Background: an optimization exercise with open tools, aiming at small area, a short achievable clock period and few clock cycles. Do not read the settings as production practice.
Function not checked in this run: the RTL went through the layout flow alone.

**flow/run.sh**
```bash
#!/bin/bash
# synth_recipe.tcl (not shown) runs the flow's synth.tcl, then flattens the netlist and writes it again
# the make line also repeats each setting of config.mk as NAME=value (left out here)
make -C /OpenROAD-flow-scripts/flow DESIGN_CONFIG=/design/flow/config.mk WORK_HOME=/design/flow/orfs CLKGATE_MAP_FILE= SYNTH_SCRIPT=/design/flow/synth_recipe.tcl finish
```
**flow/config.mk**
```make
export PLATFORM = sky130hd
export DESIGN_NAME = real48_fpu
export DESIGN_NICKNAME = real48_fpu
export VERILOG_FILES = /design/flow/design.v
export SDC_FILE = /design/flow/constraint.sdc
export NUM_CORES = 4
export LEC_CHECK = 0
export CAP_MARGIN = 20
export CORE_MARGIN = 2
export CORE_UTILIZATION = 40
export SLEW_MARGIN = 20
```
**flow/constraint.sdc**
```tcl
create_clock -name core_clock -period 22.0 [get_ports {clk}]
set_input_delay 4.4000 -clock core_clock [delete_from_list [all_inputs] [get_ports {clk}]]
set_output_delay 4.4000 -clock core_clock [all_outputs]
set_load 0.01 [all_outputs]
```
**flow/design.v**
```verilog
module r48_round (
    input  wire               sign,
    input  wire signed [13:0] exp,      
    input  wire        [36:0] mant,     
    input  wire               guard,
    input  wire               sticky,
    output reg         [47:0] result,
    output reg                ovf
);
    wire        round_up = guard & (sticky | mant[0]);
    wire [37:0] sum      = {1'b0, mant} + {37'd0, round_up};
    wire signed [13:0] exp_r = sum[37] ? exp + 14'sd1 : exp;
    wire [35:0] frac     = sum[37] ? 36'd0 : sum[35:0];
    wire signed [13:0] biased = exp_r + 14'sd1023;
    always @* begin
        ovf = 1'b0;
        if (exp_r < -14'sd1022) begin
            result = {sign, 47'd0};
        end else if (exp_r > 14'sd1023) begin
            result = {sign, 11'h7FF, 36'd0};
            ovf    = 1'b1;
        end else begin
            result = {sign, biased[10:0], frac};
        end
    end
endmodule
module r48_add (
    input  wire [47:0] a,
    input  wire [47:0] b,
    input  wire        sub,         
    output reg  [47:0] result,
    output reg         ovf,
    output reg         finv
);
    wire        sa = a[47];
    wire        sb = b[47] ^ sub;
    wire [10:0] ea = a[46:36];
    wire [10:0] eb = b[46:36];
    wire        a_nan  = (ea == 11'h7FF) && (a[35:0] != 36'd0);
    wire        b_nan  = (eb == 11'h7FF) && (b[35:0] != 36'd0);
    wire        a_inf  = (ea == 11'h7FF) && (a[35:0] == 36'd0);
    wire        b_inf  = (eb == 11'h7FF) && (b[35:0] == 36'd0);
    wire        a_zero = (ea == 11'd0);
    wire        b_zero = (eb == 11'd0);
    wire [36:0] ma = a_zero ? 37'd0 : {1'b1, a[35:0]};
    wire [36:0] mb = b_zero ? 37'd0 : {1'b1, b[35:0]};
    wire        swap = {eb, mb} > {ea, ma};
    wire        s_big   = swap ? sb : sa;
    wire [10:0] e_big   = swap ? eb : ea;
    wire [36:0] m_big   = swap ? mb : ma;
    wire [10:0] e_small = swap ? ea : eb;
    wire [36:0] m_small = swap ? ma : mb;
    wire        eff_sub = sa ^ sb;
    wire [10:0] shift = e_big - e_small;
    reg  [77:0] small_al;
    reg         small_st;
    always @* begin
        if (shift > 11'd78) begin
            small_al = 78'd0;
            small_st = (m_small != 37'd0);
        end else begin
            small_al = {m_small, 41'd0} >> shift;
            small_st = (({m_small, 41'd0} & ~({78{1'b1}} << shift)) != 78'd0);
        end
    end
    wire [78:0] x   = {1'b0, m_big, 41'd0};
    wire [78:0] y   = {1'b0, small_al[77:1], small_al[0] | small_st};
    wire [78:0] sum = eff_sub ? x - y : x + y;
    reg  [6:0] lead;
    integer i;
    always @* begin
        lead = 7'd0;
        for (i = 0; i < 79; i = i + 1)
            if (sum[i]) lead = i[6:0];
    end
    wire [78:0] norm = sum << (7'd78 - lead);
    wire signed [13:0] exp_n = $signed({3'b000, e_big}) - 14'sd1023
                             + $signed({7'd0, lead}) - 14'sd77;
    wire [47:0] r_res;
    wire        r_ovf;
    r48_round u_round (
        .sign   (s_big),
        .exp    (exp_n),
        .mant   (norm[78:42]),
        .guard  (norm[41]),
        .sticky (norm[40:0] != 41'd0),
        .result (r_res),
        .ovf    (r_ovf)
    );
    always @* begin
        result = r_res;
        ovf    = r_ovf;
        finv   = 1'b0;
        if (a_nan || b_nan || (a_inf && b_inf && (sa != sb))) begin
            result = 48'h7FF8_0000_0000;
            ovf    = 1'b0;
            finv   = 1'b1;
        end else if (a_inf || b_inf) begin
            result = {a_inf ? sa : sb, 11'h7FF, 36'd0};
            ovf    = 1'b0;
        end else if (a_zero && b_zero) begin
            result = {sa & sb, 47'd0};
            ovf    = 1'b0;
        end else if (sum == 79'd0) begin
            result = 48'd0;
            ovf    = 1'b0;
        end
    end
endmodule
module r48_mul (
    input  wire [47:0] a,
    input  wire [47:0] b,
    output reg  [47:0] result,
    output reg         ovf,
    output reg         finv
);
    wire        s  = a[47] ^ b[47];
    wire [10:0] ea = a[46:36];
    wire [10:0] eb = b[46:36];
    wire        a_nan  = (ea == 11'h7FF) && (a[35:0] != 36'd0);
    wire        b_nan  = (eb == 11'h7FF) && (b[35:0] != 36'd0);
    wire        a_inf  = (ea == 11'h7FF) && (a[35:0] == 36'd0);
    wire        b_inf  = (eb == 11'h7FF) && (b[35:0] == 36'd0);
    wire        a_zero = (ea == 11'd0);
    wire        b_zero = (eb == 11'd0);
    wire [73:0] prod = {1'b1, a[35:0]} * {1'b1, b[35:0]};
    wire        top  = prod[73];
    wire signed [13:0] exp_p = $signed({3'b000, ea}) + $signed({3'b000, eb})
                             - 14'sd2046 + (top ? 14'sd1 : 14'sd0);
    wire [36:0] mant   = top ? prod[73:37] : prod[72:36];
    wire        guard  = top ? prod[36]    : prod[35];
    wire        sticky = top ? (prod[35:0] != 36'd0) : (prod[34:0] != 35'd0);
    wire [47:0] r_res;
    wire        r_ovf;
    r48_round u_round (
        .sign   (s),
        .exp    (exp_p),
        .mant   (mant),
        .guard  (guard),
        .sticky (sticky),
        .result (r_res),
        .ovf    (r_ovf)
    );
    always @* begin
        result = r_res;
        ovf    = r_ovf;
        finv   = 1'b0;
        if (a_nan || b_nan || (a_inf && b_zero) || (a_zero && b_inf)) begin
            result = 48'h7FF8_0000_0000;
            ovf    = 1'b0;
            finv   = 1'b1;
        end else if (a_inf || b_inf) begin
            result = {s, 11'h7FF, 36'd0};
            ovf    = 1'b0;
        end else if (a_zero || b_zero) begin
            result = {s, 47'd0};
            ovf    = 1'b0;
        end
    end
endmodule
module r48_misc (
    input  wire [3:0]  op,
    input  wire [3:0]  cond,
    input  wire [47:0] a,
    input  wire [47:0] b,
    output reg  [47:0] result,
    output reg         finv
);
    localparam OP_MOV = 4'h0, OP_NEG = 4'h5, OP_ABS = 4'h6,
               OP_MIN = 4'h8, OP_MAX = 4'h9, OP_CMP = 4'hA;
    wire a_nan  = (a[46:36] == 11'h7FF) && (a[35:0] != 36'd0);
    wire b_nan  = (b[46:36] == 11'h7FF) && (b[35:0] != 36'd0);
    wire a_zero = (a[46:36] == 11'd0);
    wire b_zero = (b[46:36] == 11'd0);
    wire [47:0] a_rd = a_zero ? {a[47], 47'd0} : a;
    wire [47:0] b_rd = b_zero ? {b[47], 47'd0} : b;
    wire [46:0] a_mag = a_rd[46:0];
    wire [46:0] b_mag = b_rd[46:0];
    wire signed [47:0] a_key = a[47] ? -$signed({1'b0, a_mag}) : $signed({1'b0, a_mag});
    wire signed [47:0] b_key = b[47] ? -$signed({1'b0, b_mag}) : $signed({1'b0, b_mag});
    wire eq = (a_key == b_key);
    wire lt = (a_key <  b_key);
    wire a_below = lt || (eq && a_zero && b_zero && a[47] && !b[47]);
    wire b_below = !lt && !eq || (eq && a_zero && b_zero && b[47] && !a[47]);
    reg cmp;
    always @* begin
        case (cond)
            4'h0: cmp = eq;
            4'h1: cmp = !eq;
            4'h2: cmp = lt;
            4'h3: cmp = lt || eq;
            4'h4: cmp = !lt && !eq;
            4'h5: cmp = !lt;
            default: cmp = 1'b0;
        endcase
    end
    always @* begin
        result = 48'd0;
        finv   = 1'b0;
        case (op)
            OP_MOV, OP_NEG, OP_ABS: begin
                if (a_nan) begin
                    result = 48'h7FF8_0000_0000;
                    finv   = 1'b1;
                end else if (op == OP_MOV) result = a_rd;
                else if (op == OP_NEG)     result = {~a_rd[47], a_rd[46:0]};
                else                       result = {1'b0, a_rd[46:0]};
            end
            OP_MIN, OP_MAX: begin
                if (a_nan || b_nan) begin
                    result = 48'h7FF8_0000_0000;
                    finv   = 1'b1;
                end else if (op == OP_MIN) result = b_below ? b_rd : a_rd;
                else                       result = a_below ? b_rd : a_rd;
            end
            OP_CMP: begin
                if (a_nan || b_nan) begin
                    result = {47'd0, cond == 4'h1};
                    finv   = 1'b1;
                end else begin
                    result = {47'd0, cmp};
                end
            end
            default: ;
        endcase
    end
endmodule
module real48_fpu (
    input  wire        clk,
    input  wire        rst,
    input  wire        in_valid,
    output wire        in_ready,
    input  wire [3:0]  in_op,
    input  wire [3:0]  in_cond,
    input  wire [47:0] in_a,
    input  wire [47:0] in_b,
    output reg         out_valid,
    output reg  [47:0] out_result,
    output reg         out_ovf,
    output reg         out_finv
);
    localparam OP_ADD = 4'h1, OP_SUB = 4'h2, OP_MUL = 4'h3;
    assign in_ready = 1'b1;
    reg        s1_valid;
    reg [3:0]  s1_op;
    reg [3:0]  s1_cond;
    reg [47:0] s1_a;
    reg [47:0] s1_b;
    always @(posedge clk) begin
        if (rst) s1_valid <= 1'b0;
        else     s1_valid <= in_valid;
        if (in_valid) begin
            s1_op   <= in_op;
            s1_cond <= in_cond;
            s1_a    <= in_a;
            s1_b    <= in_b;
        end
    end
    wire [47:0] add_res, mul_res, misc_res;
    wire        add_ovf, add_finv, mul_ovf, mul_finv, misc_finv;
    r48_add u_add (
        .a(s1_a), .b(s1_b), .sub(s1_op == OP_SUB),
        .result(add_res), .ovf(add_ovf), .finv(add_finv)
    );
    r48_mul u_mul (
        .a(s1_a), .b(s1_b),
        .result(mul_res), .ovf(mul_ovf), .finv(mul_finv)
    );
    r48_misc u_misc (
        .op(s1_op), .cond(s1_cond), .a(s1_a), .b(s1_b),
        .result(misc_res), .finv(misc_finv)
    );
    always @(posedge clk) begin
        if (rst) out_valid <= 1'b0;
        else     out_valid <= s1_valid;
        if (s1_valid) begin
            case (s1_op)
                OP_ADD, OP_SUB: begin
                    out_result <= add_res;  out_ovf <= add_ovf;  out_finv <= add_finv;
                end
                OP_MUL: begin
                    out_result <= mul_res;  out_ovf <= mul_ovf;  out_finv <= mul_finv;
                end
                default: begin
                    out_result <= misc_res; out_ovf <= 1'b0;     out_finv <= misc_finv;
                end
            endcase
        end
    end
endmodule
```
==> run summary <==
-- layout by cell type (no fill, tap or decap), types with 70 or more instances in the layout --
| cell type | netlist | routed |
|---|---|---|
| nand2_1 | 1590 | 1590 |
| nand4_1 | 81 | 81 |
| nor4_1 | 92 | 89 |
| mux2i_1 | 188 | 188 |
| xor2_1 | 126 | 126 |
| edfxtp_1 | 154 | 154 |
| a21o_1 | 109 | 109 |
| inv_1 | 1535 | 1534 |
| o21ai_0 | 383 | 368 |
| and2_1 | 432 | 432 |
| a211oi_1 | 114 | 114 |
| o31ai_1 | 79 | 79 |
| buf_4 | 25 | 358 |
| nand3_1 | 204 | 204 |
| o211ai_1 | 123 | 123 |
| nor3_1 | 241 | 237 |
| fa_1 | 1226 | 1226 |
| a21oi_1 | 428 | 426 |
| xnor2_1 | 235 | 231 |
| clkdlybuf4s50_1 | 0 | 156 |
| and3_1 | 70 | 70 |
| nor2_1 | 571 | 568 |
| o22ai_1 | 74 | 74 |
| ha_1 | 521 | 517 |
| nand2b_1 | 84 | 84 |
| a31oi_1 | 75 | 75 |
| or3_1 | 79 | 78 |
-- per-layer routing --
layer,up-vias,part of all wire [%],wire [um]
met4,26,5.9,23100
met5,-,0.056,218
li1,35600,-,-
met2,5246,41,162000
met3,1051,12,46700
met1,42500,41,160000
-- worst max-delay path: cells and delay by family (launching register included) --
kind | cells | cell delay [ns]
buf+inv | 8 | 1.67
mux | 3 | 1.49
flops | 1 | 0.54
xor+xnor | 2 | 0.49
fa+ha+maj | 4 | 1.10
simple gates | 24 | 8.24
compound gates | 30 | 7.25
-- cell families (layout without fill, tap and decap cells) --
| family | Yosys count | count (layout) |
|---|---|---|
| buffers and inverters | 2248 | 2100 |
| muxes | 318 | 318 |
| xor gates and xnor gates | 362 | 362 |
| and+or+nand+nor | 3707 | 3708 |
| AOI/OAI and AO/OA | 2152 | 2152 |
| adders and majority gates | 1747 | 1747 |
| other | 1 | 14 |
| DFF | 156 | 156 |
-- sequential cells by signal, summed over array words and instances (netlist names) --
register,cells
out_finv,1
out_ovf,1
out_result,48
out_valid,1
s1_a,48
s1_b,48
s1_cond,4
s1_op,4
s1_valid,1
-- final cells by class --
type                    count  share of cell area, %
clock inverters            14                  0.174
well taps                2805                   3.88
clock buffers              17                  0.471
multi-input cells        8288                   78.9
diodes                     13                 0.0360
repair buffers            524                   4.91
flip-flops and latches    156                   5.17
inverters                1545                   6.42
-- worst min-delay path by stage --
| stage | end | start | slack (ns) | depth (start not counted) |
|---|---|---|---|---|
| finish | out_result[25]$_DFFE_PP_ | s1_valid$_SDFF_PP0_ | 0.79 | 0 |
| global route | out_result[14]$_DFFE_PP_ | s1_valid$_SDFF_PP0_ | 0.83 | 0 |
| CTS | out_result[45]$_DFFE_PP_ | s1_a[45]$_DFFE_PP_ | 0.94 | 3 |
| detailed placement | out_result[43]$_DFFE_PP_ | s1_a[43]$_DFFE_PP_ | 0.91 | 4 |
| global placement | out_result[43]$_DFFE_PP_ | s1_a[43]$_DFFE_PP_ | 0.91 | 4 |
| floorplan | out_result[44]$_DFFE_PP_ | s1_a[44]$_DFFE_PP_ | 0.71 | 2 |
-- through the flow --
step	hold WS (ns)
finish	0.794
global route	0.826
CTS	0.937
detailed placement	0.907
global placement	0.906
floorplan	0.712
-- timing repair --
action / CTS / global route
setup endpoints to repair: 0 / 47
setup buffers: 0 / 1
resized for setup: 0 / 5
==> summary.txt <==
Route
  – Via density: 6.32
  – DR iter-0 viols: 11200
  – DR DRC count: 0
  – Routed len/inst: 29.3 um
  – Final WL: 392000 um
  – ANT nets after route: 0
  – DR pass1 iterations: 7
  – Vias: 84400

Synthesis
  – Syn Std Cell Area: 84600 sq um
  – Synth top area cells: fa_1 (29%), ha_1 (7.7%), nand2_1 (7.1%), inv_1 (6.8%), edfxtp_1 (5.5%)
  – Synth Warn #: 5
  – Compound-cell area share of the yosys netlist: 17.9%
  – Async S/R FF share, synth: 0%
  – Most frequent cell after synthesis: nand2_1
  – Main synth FF type: edfxtp_1
  – Mux cell area share after synthesis: 4.70%
  – Post-synthesis adder-cell area fraction: 36.7%
  – Simple-gate share of the synthesized area: 21.0%
  – Distinct cells, synth: 137
  – Sequential share of the synthesized area: 5.51%
  – Yosys reg bits: 156
  – Net Count, Synth: 12500
  – Yosys top cell by area: fa_1
  – Cells after Synth: 10700
  – Yosys top cell area share: 29.0%
  – Post-Syn Area per Cell: 7.91 sq um
  – Commonest cells in the netlist: nand2_1 (1590), inv_1 (1535), fa_1 (1226), nor2_1 (571), ha_1 (521)
  – Post-synth EDFFs: 154
  – Largest family of logic cells by synthesized area: adder cells
  – Post-synthesis xor/xnor area fraction: 3.76%

Clock tree
  – CTS Hold Bufs: 0
  – Clock latency (worst-skew pair): 0.56 ns
  – TritonCTS clock tree: done
  – Clk buf depth: 2
  – CTS clk-pin slew, worst paths: 0.11 ns
  – Inserted Clock Buffers: 17
  – Sink Count: 156
  – H-tree depth: 4
  – CTS Root Cell: clkbuf_16

Floorplan
  – Core region area: 210000 sq um
  – Initial Util: 40.3%
  – IO Count: 159
  – Die Ht: 464 um
  – Die Area: 215000 sq um
  – Die width: 464 um
  – Row cnt: 168

Place
  – Final GP Congestion: 1.07
  – PortBufs: 157
  – Place WS: 1.44 ns
  – DP HPWL: 310000 um
  – Post-Place Cell Area: 89700 sq um
  – Cell total after placement: 13300

Cells and area
  – Post-route design area: 90400 sq um
  – Filler cells: 21300
  – Share of cells above drive strength 1: 7.27%
  – Fin cells: 13400
  – Multi-input logic area: 71300 sq um
  – Area Growth Syn to Fin: 6.81%
  – Reg area: 4670 sq um
  – Final #Nets: 12400
  – Core Util, Final: 43.0%

Worst setup path
  – Crit Path Class: flip-flop to flip-flop
  – Setup crit start kind: flip-flop
  – Most used cell, CP: buf_4
  – Reg2reg path depth: 71
  – Slowest Stage Delay on Critical Path: 0.87 ns
  – Worst Setup EP: out_result[12]$_DFFE_PP_
  – FF-to-FF End: out_result[12]$_DFFE_PP_
  – Reg-to-Reg Start: s1_a[36]$_DFFE_PP_
  – CP max FO: 34
  – Worst setup EP type: flip-flop
  – Worst setup path startpoint: s1_a[36]$_DFFE_PP_
  – CP Data Required Time: 22.34 ns
  – Critical Path AT: 21.50 ns
  – Slowest-stage cell, CP: or4_1
  – R2r setup slk: 0.84 ns

Global route
  – Met2 GRT Util: 51.9%
  – Number of global-route vias before repair: 83500
  – First-pass GRT wire length: 571000 um
  – Initial antenna violation count: 26
  – Grt peak-use layer: met2
  – GR met3 Demand/Resource: 10.0%
  – Met1 Track Usage GR: 48.5%
  – Total GRT Usage: 35.7%
  – Pin count of the biggest net entering global routing: 163
  – Global route overflow: 0

Job
  – Max-Cap Viols: 0

Timing
  – Hold Fails Final Rpt: 0
  – Clock period minus final worst setup slack: 21.16 ns
  – Fin crit share: 96.2%
  – Max Freq: 47.3 MHz
  – Setup slack after layout: 0.842 ns
  – Slew of the pin with the lowest slew margin: 1.28 ns
  – Final Slew Violations: 0
  – Setup TNS: 0 ns
  – Clk_skew: 0.0414 ns
  – Final setup fails: 0
  – RSZ-0062 raised after global routing: false
  – Slew margin rel.: 14.0%

Outcome
  – Status: complete, no violations

Worst hold path
  – Hold Path Class: flip-flop to flip-flop

[static timing again, ports no longer ideal]
The flow's constraints put no driver on any port. The routed layout listed below was extracted and timed again, unchanged, in two steps. Step 1, drivers: a clkbuf_16 drives clk and a buf_2 each remaining input, both assumed. Step 2, shift: input delay + t, output delay - t, t = (earliest + latest rising clock arrival at the registers) / 2. This alone moves slack from input paths to output paths. Three values: no drivers, after step 1, after step 2; two values: the first two.
shift t [ns]: 0.622
setup WS [ns]: 0.842 / 0.842 / 0.842
slew at the worst register clock pin (ns): 0.11 / 0.11
After both steps setup and hold are still met in this run. For this run, drivers alone change the setup slack by 0.000 ns; drivers and shift together by 0.000 ns.
